What follows belongs to an exercise in optimizing a design on an open flow for small area, a short achievable clock period and few clock cycles per item; a production flow would make more cautious choices. Only simulation tests tie the RTL to the original design; equivalence was not proved.

## run A
==> flow/design.v <==
module wave_codec (
    input  wire        clk,
    input  wire        rst,         
    input  wire        start,       
    input  wire [7:0]  cfg_q,       
    input  wire        cfg_pred2,   
    input  wire        in_valid,
    output wire        in_ready,
    input  wire [31:0] in_sample,   
    output wire        out_valid,
    input  wire        out_ready,
    output wire [7:0]  out_byte
);
    localparam [2:0] S_A   = 3'd0,    
                     S_B   = 3'd1,    
                     S_DIV = 3'd2,    
                     S_W   = 3'd3,    
                     S_I   = 3'd4;    
    reg [2:0]  state;
    reg [31:0] xin;
    reg        xe;          
    reg [12:0] s8;          
    reg [14:0] s8x3;        
    reg [6:0]  tl;          
    reg        ll;          
    reg        pred2;
    reg [32:0] r1;          
    reg [34:0] xa;          
    reg        neg;
    reg [34:0] dq;          
    reg [12:0] rem;         
    reg [2:0]  lo3;         
    reg [3:0]  cnt;
    reg [34:0] zz;
    reg        ov;
    wire [15:0] remf = {rem, lo3};
    wire [15:0] h16  = {1'b0, s8, 2'b00};
    wire [15:0] u    = neg ? h16 : remf;
    wire [15:0] v    = neg ? remf : h16;
    wire [17:0] rlo  = {2'b0, xr[15:0]} + {2'b0, v} - {2'b0, u};
    wire [31:0] xr   = pred2 ? ~xa[32:1] : ~xa[31:0];    
    wire [16:0] xhi  = {xr[31], xr[31:16]};
    wire [16:0] xhp  = xhi + 17'd1;
    wire [16:0] xhm  = xhi - 17'd1;
    wire [16:0] rhi  = rlo[17] ? xhm : rlo[16] ? xhp : xhi;
    wire [32:0] rp   = {rhi, rlo[15:0]};
    wire [34:0] xs   = {{3{xin[31]}}, xin};
    wire [34:0] ra   = {{2{r1[32]}}, r1};
    wire [34:0] xin35 = {{3{xin[31]}}, xin};
    wire [34:0] ua   = pred2 ? {18'd0, u, 1'b0} : {19'd0, u};
    wire [34:0] va   = pred2 ? ~{18'd0, v, 1'b0} : ~{19'd0, v};
    wire [34:0] hh   = {19'd0, h16};
    wire [34:0] cs1  = xa ^ ra ^ xs;
    wire [34:0] cc1  = {(xa[33:0] & ra[33:0]) | (xa[33:0] & xs[33:0]) | (ra[33:0] & xs[33:0]), 1'b1};
    wire [34:0] cs2  = cs1 ^ cc1 ^ hh;
    wire [34:0] cc2  = {(cs1[33:0] & cc1[33:0]) | (cs1[33:0] & hh[33:0]) | (cc1[33:0] & hh[33:0]), ll};
    wire [34:0] cs3  = cs2 ^ cc2 ^ ua;
    wire [34:0] cc3  = {(cs2[33:0] & cc2[33:0]) | (cs2[33:0] & ua[33:0]) | (cc2[33:0] & ua[33:0]), 1'b0};
    wire [34:0] ap   = cs3 ^ cc3 ^ va;
    wire [34:0] bp   = {(cs3[33:0] & cc3[33:0]) | (cs3[33:0] & va[33:0]) | (cc3[33:0] & va[33:0]), 1'b0};
    reg  [34:0] gg, pp;
    integer i, j;
    always @* begin
        gg = ap & bp;
        pp = ap ^ bp;
        for (i = 1; i <= 6; i = i + 1)
            for (j = (1 << i) - 1; j < 35; j = j + (1 << i)) begin
                gg[j] = gg[j] | (pp[j] & gg[j - (1 << (i - 1))]);
                pp[j] = pp[j] & pp[j - (1 << (i - 1))];
            end
        for (i = 6; i > 0; i = i - 1)
            for (j = (1 << i) + (1 << (i - 1)) - 1; j < 35; j = j + (1 << i)) begin
                gg[j] = gg[j] | (pp[j] & gg[j - (1 << (i - 1))]);
                pp[j] = pp[j] & pp[j - (1 << (i - 1))];
            end
    end
    wire [34:0] hp   = ap ^ bp;
    wire [34:0] w0   = hp ^ {gg[33:0], 1'b0};
    wire [34:0] w1   = hp ^ {gg[33:0] | pp[33:0], 1'b1};
    wire        neg_a = w0[34];
    wire [33:0] num_a = neg_a ? ~w0[33:0] : (ll ? w0[33:0] : w1[33:0]);
    wire [30:0] nq  = dq[33:3];
    wire c2  = ~|(nq[30:2]  & {{16{1'b1}}, tl, 6'd0});
    wire c4  = ~|(nq[30:4]  & {{14{1'b1}}, tl, 6'd0});
    wire c6  = ~|(nq[30:6]  & {{12{1'b1}}, tl, 6'd0});
    wire c8  = ~|(nq[30:8]  & {{10{1'b1}}, tl, 6'd0});
    wire c12 = ~|(nq[30:12] & {{6{1'b1}},  tl, 6'd0});
    wire o2  = c2;
    wire o4  = c4  & ~c2;
    wire o6  = c6  & ~c4;
    wire o8  = c8  & ~c6;
    wire o12 = c12 & ~c8;
    wire o24 = ~c12;
    wire [14:0] tt_b =
          ({15{o2 }} & nq[14:0])
        | ({15{o4 }} & nq[16:2])
        | ({15{o6 }} & nq[18:4])
        | ({15{o8 }} & nq[20:6])
        | ({15{o12}} & nq[24:10])
        | ({15{o24}} & {6'd0, nq[30:22]});
    wire [32:0] dq_b =
          ({33{o4 }} & {nq[1:0],  31'd0})
        | ({33{o6 }} & {nq[3:0],  29'd0})
        | ({33{o8 }} & {nq[5:0],  27'd0})
        | ({33{o12}} & {nq[9:0],  23'd0})
        | ({33{o24}} & {nq[21:0], 11'd0});
    wire [3:0] cnt_b =
          ({4{o4 }} & 4'd1) | ({4{o6 }} & 4'd2) | ({4{o8 }} & 4'd3)
        | ({4{o12}} & 4'd5) | ({4{o24}} & 4'd11);
    wire        in_b = (state == S_B);
    wire [14:0] tt  = in_b ? tt_b : {rem, dq[34:33]};
    wire [32:0] dqs = in_b ? dq_b : dq[32:0];
    wire [15:0] d1  = {1'b0, tt} - {3'b0, s8};
    wire [15:0] d2  = {1'b0, tt} - {2'b0, s8, 1'b0};
    wire [15:0] d3  = {1'b0, tt} - {1'b0, s8x3};
    wire        g1  = ~d1[15];
    wire        g2  = ~d2[15];
    wire        g3  = ~d3[15];
    wire [12:0] rem_s = g3 ? d3[12:0] : g2 ? d2[12:0] : g1 ? d1[12:0] : tt[12:0];
    wire [34:0] dq_s  = {dqs, g2, g3 | (g1 & ~g2)};
    wire done_s = in_b ? (ll | o2) : (state == S_DIV) & (cnt == 4'd1);
    wire [34:0] zsrc = (in_b & ll) | (state == S_W) ? dq : dq_s;
    wire more   = |zz[34:7];
    wire can_ld = ~ov | (out_ready & ~more);
    wire ld_z   = can_ld & (done_s | (state == S_W));
    assign in_ready  = xe;
    assign out_valid = ov;
    assign out_byte  = {more, zz[6:0]};
    wire [12:0] s8_in = {s8[5:0], 7'd0} - {5'd0, s8[5:0], 2'd0} + {7'd0, s8[5:0]};
    always @(posedge clk) begin
        if (rst) begin
            state <= S_A;
            xe    <= 1'b1;
            ov    <= 1'b0;
        end else begin
            if (ld_z) begin
                zz <= {zsrc[33:0], neg};
                ov <= 1'b1;
            end else if (ov & out_ready) begin
                zz <= {7'd0, zz[34:7]};
                if (~more) ov <= 1'b0;
            end
            if (xe & in_valid & ~start) begin
                xin <= in_sample;
                xe  <= 1'b0;
            end
            case (state)
                S_A, S_I: begin
                    if (start) begin
                        s8    <= {7'd0, cfg_q[5:0]};
                        ll    <= (cfg_q[5:0] == 6'd0);
                        pred2 <= cfg_pred2;
                        r1    <= 33'd0;
                        xa    <= {35{1'b1}};
                        neg   <= 1'b0;
                        state <= S_I;
                    end else if (state == S_I) begin
                        s8    <= s8_in;
                        tl    <= {1'b1, ~|s8_in[12:12], ~|s8_in[12:11], ~|s8_in[12:10],
                                  ~|s8_in[12:9], ~|s8_in[12:8], ~|s8_in[12:7]};
                        s8x3  <= {1'b0, s8[5:0], 8'd0} + {2'b0, s8[5:0], 7'd0} - {6'd0, s8[5:0], 3'd0} - {9'd0, s8[5:0]};
                        rem   <= {1'b0, s8_in[12:1]};
                        lo3   <= {s8_in[0], 2'b00};
                        state <= S_A;
                    end else if (~xe) begin
                        r1    <= pred2 ? rp : 33'd0;
                        xa    <= pred2 ? ~(xin35 << 1) : ~xin35;
                        xe    <= 1'b1;
                        neg   <= neg_a;
                        dq    <= {1'b0, num_a};
                        rem   <= 13'd0;
                        lo3   <= ll ? 3'd0 : num_a[2:0];
                        state <= S_B;
                    end
                end
                S_B: begin
                    if (~ll) begin
                        rem <= rem_s;
                        dq  <= dq_s;
                        cnt <= cnt_b;
                    end
                    if (done_s)
                        state <= ld_z ? S_A : S_W;
                    else
                        state <= S_DIV;
                end
                S_DIV: begin
                    rem <= rem_s;
                    dq  <= dq_s;
                    cnt <= cnt - 4'd1;
                    if (done_s)
                        state <= ld_z ? S_A : S_W;
                end
                S_W: begin
                    if (ld_z)
                        state <= S_A;
                end
                default: state <= S_A;
            endcase
        end
    end
endmodule
Settings: LEC_CHECK=0, CAP_MARGIN=20, CORE_MARGIN=2, CORE_UTILIZATION=40, PLACE_DENSITY=0.5, SETUP_SLACK_MARGIN=5, SLEW_MARGIN=20, TNS_END_PERCENT=100; clock period 12.0 ns.
run.sh (not shown) runs the stock make flow with config.mk's settings and CLKGATE_MAP_FILE= SYNTH_SCRIPT=/design/flow/synth_recipe.tcl, a recipe that flattens the netlist after the stock synthesis.
Testbench counts of run A, summed over its fixed seeds: cycles 27,199, items 9,600.
### run A -> run D
--- a/flow/design.v
+++ b/flow/design.v
@@ -19,11 +19,10 @@
     reg [2:0]  state;
     reg [31:0] xin;
     reg        xe;          
     reg [12:0] s8;          
     reg [14:0] s8x3;        
-    reg [6:0]  tl;          
     reg        ll;          
     reg        pred2;
     reg [32:0] r1;          
     reg [34:0] xa;          
     reg        neg;
@@ -48,45 +47,41 @@
     wire [34:0] ra   = {{2{r1[32]}}, r1};
     wire [34:0] xin35 = {{3{xin[31]}}, xin};
     wire [34:0] ua   = pred2 ? {18'd0, u, 1'b0} : {19'd0, u};
     wire [34:0] va   = pred2 ? ~{18'd0, v, 1'b0} : ~{19'd0, v};
     wire [34:0] hh   = {19'd0, h16};
-    wire [34:0] cs1  = xa ^ ra ^ xs;
-    wire [34:0] cc1  = {(xa[33:0] & ra[33:0]) | (xa[33:0] & xs[33:0]) | (ra[33:0] & xs[33:0]), 1'b1};
-    wire [34:0] cs2  = cs1 ^ cc1 ^ hh;
-    wire [34:0] cc2  = {(cs1[33:0] & cc1[33:0]) | (cs1[33:0] & hh[33:0]) | (cc1[33:0] & hh[33:0]), ll};
-    wire [34:0] cs3  = cs2 ^ cc2 ^ ua;
-    wire [34:0] cc3  = {(cs2[33:0] & cc2[33:0]) | (cs2[33:0] & ua[33:0]) | (cc2[33:0] & ua[33:0]), 1'b0};
-    wire [34:0] ap   = cs3 ^ cc3 ^ va;
-    wire [34:0] bp   = {(cs3[33:0] & cc3[33:0]) | (cs3[33:0] & va[33:0]) | (cc3[33:0] & va[33:0]), 1'b0};
+    wire [34:0] cs1  = xa ^ ra ^ va;
+    wire [34:0] cc1  = {(xa[33:0] & ra[33:0]) | (xa[33:0] & va[33:0]) | (ra[33:0] & va[33:0]), 1'b1};
+    wire [34:0] cs2  = xs ^ ua ^ hh;
+    wire [34:0] cc2  = {(xs[33:0] & ua[33:0]) | (xs[33:0] & hh[33:0]) | (ua[33:0] & hh[33:0]), ll};
+    wire [34:0] cs3  = cs1 ^ cc1 ^ cs2;
+    wire [34:0] cc3  = {(cs1[33:0] & cc1[33:0]) | (cs1[33:0] & cs2[33:0]) | (cc1[33:0] & cs2[33:0]), 1'b0};
+    wire [34:0] ap   = cs3 ^ cc3 ^ cc2;
+    wire [34:0] bp   = {(cs3[33:0] & cc3[33:0]) | (cs3[33:0] & cc2[33:0]) | (cc3[33:0] & cc2[33:0]), 1'b0};
     reg  [34:0] gg, pp;
     integer i, j;
     always @* begin
         gg = ap & bp;
         pp = ap ^ bp;
         for (i = 1; i <= 6; i = i + 1)
-            for (j = (1 << i) - 1; j < 35; j = j + (1 << i)) begin
-                gg[j] = gg[j] | (pp[j] & gg[j - (1 << (i - 1))]);
-                pp[j] = pp[j] & pp[j - (1 << (i - 1))];
-            end
-        for (i = 6; i > 0; i = i - 1)
-            for (j = (1 << i) + (1 << (i - 1)) - 1; j < 35; j = j + (1 << i)) begin
-                gg[j] = gg[j] | (pp[j] & gg[j - (1 << (i - 1))]);
-                pp[j] = pp[j] & pp[j - (1 << (i - 1))];
-            end
+            for (j = 34; j >= 0; j = j - 1)
+                if (j >= (1 << (i - 1))) begin
+                    gg[j] = gg[j] | (pp[j] & gg[j - (1 << (i - 1))]);
+                    pp[j] = pp[j] & pp[j - (1 << (i - 1))];
+                end
     end
     wire [34:0] hp   = ap ^ bp;
     wire [34:0] w0   = hp ^ {gg[33:0], 1'b0};
     wire [34:0] w1   = hp ^ {gg[33:0] | pp[33:0], 1'b1};
     wire        neg_a = w0[34];
     wire [33:0] num_a = neg_a ? ~w0[33:0] : (ll ? w0[33:0] : w1[33:0]);
     wire [30:0] nq  = dq[33:3];
-    wire c2  = ~|(nq[30:2]  & {{16{1'b1}}, tl, 6'd0});
-    wire c4  = ~|(nq[30:4]  & {{14{1'b1}}, tl, 6'd0});
-    wire c6  = ~|(nq[30:6]  & {{12{1'b1}}, tl, 6'd0});
-    wire c8  = ~|(nq[30:8]  & {{10{1'b1}}, tl, 6'd0});
-    wire c12 = ~|(nq[30:12] & {{6{1'b1}},  tl, 6'd0});
+    wire c2  = ~|nq[30:15] & (nq[14:2]  < s8);
+    wire c4  = ~|nq[30:17] & (nq[16:4]  < s8);
+    wire c6  = ~|nq[30:19] & (nq[18:6]  < s8);
+    wire c8  = ~|nq[30:21] & (nq[20:8]  < s8);
+    wire c12 = ~|nq[30:25] & (nq[24:12] < s8);
     wire o2  = c2;
     wire o4  = c4  & ~c2;
     wire o6  = c6  & ~c4;
     wire o8  = c8  & ~c6;
     wire o12 = c12 & ~c8;
@@ -124,11 +119,11 @@
     wire can_ld = ~ov | (out_ready & ~more);
     wire ld_z   = can_ld & (done_s | (state == S_W));
     assign in_ready  = xe;
     assign out_valid = ov;
     assign out_byte  = {more, zz[6:0]};
-    wire [12:0] s8_in = {s8[5:0], 7'd0} - {5'd0, s8[5:0], 2'd0} + {7'd0, s8[5:0]};
+    wire [12:0] s8_in = s8[5:0] * 13'd125;
     always @(posedge clk) begin
         if (rst) begin
             state <= S_A;
             xe    <= 1'b1;
             ov    <= 1'b0;
@@ -154,13 +149,11 @@
                         xa    <= {35{1'b1}};
                         neg   <= 1'b0;
                         state <= S_I;
                     end else if (state == S_I) begin
                         s8    <= s8_in;
-                        tl    <= {1'b1, ~|s8_in[12:12], ~|s8_in[12:11], ~|s8_in[12:10],
-                                  ~|s8_in[12:9], ~|s8_in[12:8], ~|s8_in[12:7]};
-                        s8x3  <= {1'b0, s8[5:0], 8'd0} + {2'b0, s8[5:0], 7'd0} - {6'd0, s8[5:0], 3'd0} - {9'd0, s8[5:0]};
+                        s8x3  <= s8[5:0] * 15'd375;
                         rem   <= {1'b0, s8_in[12:1]};
                         lo3   <= {s8_in[0], 2'b00};
                         state <= S_A;
                     end else if (~xe) begin
                         r1    <= pred2 ? rp : 33'd0;
[summary]
The number of gates resized after cts reported for run D is greater than that of run A by 13.
The share of post-route cells with drive strength above 1 was comparable across run D and run A.
Run D has completed all stages; timing, DRC and antenna checks passed.
In run D the critical path depth turned out about 5% lower than in run A.
Compared to run A, run D has combined buffer and inverter count along the critical path 1 higher.
Wire length of the first global-routing pass, run D and run A, lower one = run A.
Testbench counts of run D, summed over its fixed seeds: cycles 25,884, items 9,600.

-- afterwards: timing with drivers on the ports --
How much do the figures lean on ideal ports? The routed layouts below were timed once more, with nothing changed but the port constraints. Step 1 sets driving cells, clkbuf_16 on the clock port and buf_2 on the other inputs (assumed; they add their load-dependent delay and slew). Step 2, shift: input delay + t, output delay - t, t = (earliest + latest rising clock arrival at the registers) / 2. This alone moves slack from input paths to output paths. Three values: ideal, step 1, step 2; two values: the first two.
run | shift t [ns] | slack for setup (ns) | cell pins on the clock port's net
run A | 0.645 | 5.621 / 5.621 / 5.621 | 1
run D | 0.649 | 5.383 / 5.383 / 5.383 | 1
After both steps setup and hold are still met in every run listed.
